Background: an optimization exercise with open tools, aiming at small area, a short achievable clock period and few clock cycles per item. Do not read the settings as production practice. The RTL was checked by simulation tests, not by an equivalence proof against the original design. Power and IR drop assume default switching activity.

==> flow/design.v (excerpt) <==
module deq32 (
  input  wire               clk,
  input  wire               rst,         
  input  wire               in_valid,
  output wire               in_ready,
  input  wire [1:0]         in_mode,     
  input  wire signed [31:0] in_p0,       
  input  wire signed [31:0] in_p1,
  input  wire signed [31:0] in_p2,
  input  wire signed [31:0] in_p3,
  input  wire signed [31:0] in_p4,
  input  wire signed [31:0] in_p5,
  input  wire signed [9:0]  in_c,        
  input  wire signed [9:0]  in_es,       
  output wire               out_valid,
  input  wire               out_ready,
  output wire [31:0]        out_f        
);
Size: about 2000 cells after synthesis, roughly 92 flip-flops, ~250 I/O pins, ~15000 um2 of cells after synthesis.
clock: 24.0 ns
lec_check: 0
abc_area: 1
cap_margin: 20
core_margin: 2
core_utilization: 55
slew_margin: 20
standard.sh (not shown) runs the stock make flow with config.mk's settings and CLKGATE_MAP_FILE= SYNTH_SCRIPT=/design/flow/synth_recipe.tcl, a recipe that flattens the netlist after the stock synthesis.
==> flow/flow/run.sh <==
#!/bin/bash
set -euo pipefail
bash standard.sh SETUP_SLACK_MARGIN=14 \
  BUFFER_PORTS_ARGS="-buffer_cell sky130_fd_sc_hd__buf_1" \
  finish > standard_flow.log 2>&1
Testbench counts at the start, summed over its fixed seeds: cycles 16,016, items 16,000.
Change:
--- a/flow/design.v
+++ b/flow/design.v
@@ -602,31 +602,29 @@
   wire cp_gg128 = cp_gg96 | (cp_pp96 & cp_gg112);
   wire [47:0] cp_c = {cp_gg127, cp_gg126, cp_gg125, cp_gg124, cp_gg123, cp_gg122, cp_gg121, cp_gg120, cp_gg119, cp_gg118, cp_gg117, cp_gg116, cp_gg115, cp_gg114, cp_gg113, cp_gg112, cp_gg111, cp_gg110, cp_gg109, cp_gg108, cp_gg107, cp_gg106, cp_gg105, cp_gg104, cp_gg103, cp_gg102, cp_gg101, cp_gg100, cp_gg99, cp_gg98, cp_gg97, cp_gg80, cp_gg79, cp_gg78, cp_gg77, cp_gg76, cp_gg75, cp_gg74, cp_gg73, cp_gg52, cp_gg51, cp_gg50, cp_gg49, cp_gg26, cp_gg25, cp_gg1, cp_g0[0], 1'b0};
   assign t = cp_p0 ^ cp_c;
   wire signed [11:0] kr = $signed({{2{in_c[9]}}, in_c}) + $signed({{2{in_es[9]}}, in_es})
                         + (m3 ? 12'sd132 : m23 ? 12'sd116 : 12'sd100);
   wire [8:0] kb = (kr < -12'sd72) ? -9'sd72 : (kr > 12'sd255) ? 9'd255 : kr[8:0];
-  reg         v1_q, valid_q, empty_q;
+  reg         v1_q, valid_q;
   reg  [47:0] t_q;
   reg  [8:0]  kb_q;
   reg  [31:0] f_q;
   wire [31:0] f;
-  wire en   = out_ready | empty_q;
+  wire en   = out_ready | ~valid_q;
   wire en_t = en | ~v1_q;
-  assign in_ready  = en;
+  assign in_ready  = out_ready;
   assign out_valid = valid_q;
   assign out_f     = f_q;
   always @(posedge clk) begin
     if (rst) begin
       v1_q    <= 1'b0;
       valid_q <= 1'b0;
-      empty_q <= 1'b1;
     end else if (en) begin
-      v1_q    <= in_valid;
+      v1_q    <= in_valid & out_ready;
       valid_q <= v1_q;
-      empty_q <= ~v1_q;
     end
   end
   always @(posedge clk) begin
     if (en_t) begin
       t_q  <= t;
       kb_q <= kb;
@@ -678,13 +676,14 @@
     for (i = 46; i >= 0; i = i - 1)
       if (t_q[i]) tz = i[5:0];
   end
   wire        zero = (tz == 6'd47);
   wire [6:0]  sh = deep ? ~kb_q[6:0] : {1'b0, q};
   wire [95:0] s6 = {25'd0, v, {24{sign}}};
-  wire [87:0] s5 = sh[6] ? s6[95:64] : s6[87:0];
+  wire [87:0] s5 = {s6[87:32], {25{~sh[6]}} & s6[31:7],
+                    sh[6] ? s6[70:64] : s6[6:0]};
   wire [55:0] s4 = sh[5] ? s5[87:32] : s5[55:0];
   wire [39:0] s3 = sh[4] ? s4[55:16] : s4[39:0];
   wire [31:0] s2 = sh[3] ? s3[39:8]  : s3[31:0];
   wire [27:0] s1 = sh[2] ? s2[31:4]  : s2[27:0];
   wire [25:0] s0 = sh[1] ? s1[27:2]  : s1[25:0];
   wire [24:0] win = sh[0] ? s0[25:1] : s0[24:0];
Result:
- register-to-register slack loses 0.19 ns
- worst hold slack improves by 0.020 ns
- cell area went down by about 0.37%
- via count goes up by 0.78%
- total power fell by about 0.7%
- clock-buffer cell count does not change
- sequential power fell by about 3%
- worst setup slack is better by 0.091 ns
- clock skew stays flat
- wire length goes up by about 5%
Testbench counts after the change, summed over its fixed seeds: cycles 16,016, items 16,000.

-- port drivers added, routing unchanged --
In the flow no input, the clock included, has a driving cell. The finished layouts below were timed again as built, in two steps. Step 1 (the two cells are an assumption about what drives the block):
set clk [get_ports {clk}]
set_driving_cell -lib_cell sky130_fd_sc_hd__clkbuf_16 $clk
set_driving_cell -lib_cell sky130_fd_sc_hd__buf_2 [delete_from_list [all_inputs] $clk]
Step 2 also shifts input and output timing later by t, the mid clock arrival at the registers, as if the neighbouring blocks saw the same clock. Slacks: ideal / step 1 / step 2; pairs: ideal / step 1.
| run | t (ns) | setup slack, ns | worst data-port slew with drivers (ns) |
|---|---|---|---|
| the first run | 0.407 | 14.035 / 14.014 / 14.014 | 0.04 |
| the second run | 0.404 | 14.126 / 14.090 / 13.930 | 0.13 |
After both steps every run listed still meets setup and hold. The setup slack of the second run, which loses most, moves by -0.036 ns with the drivers and by -0.196 ns with both steps.
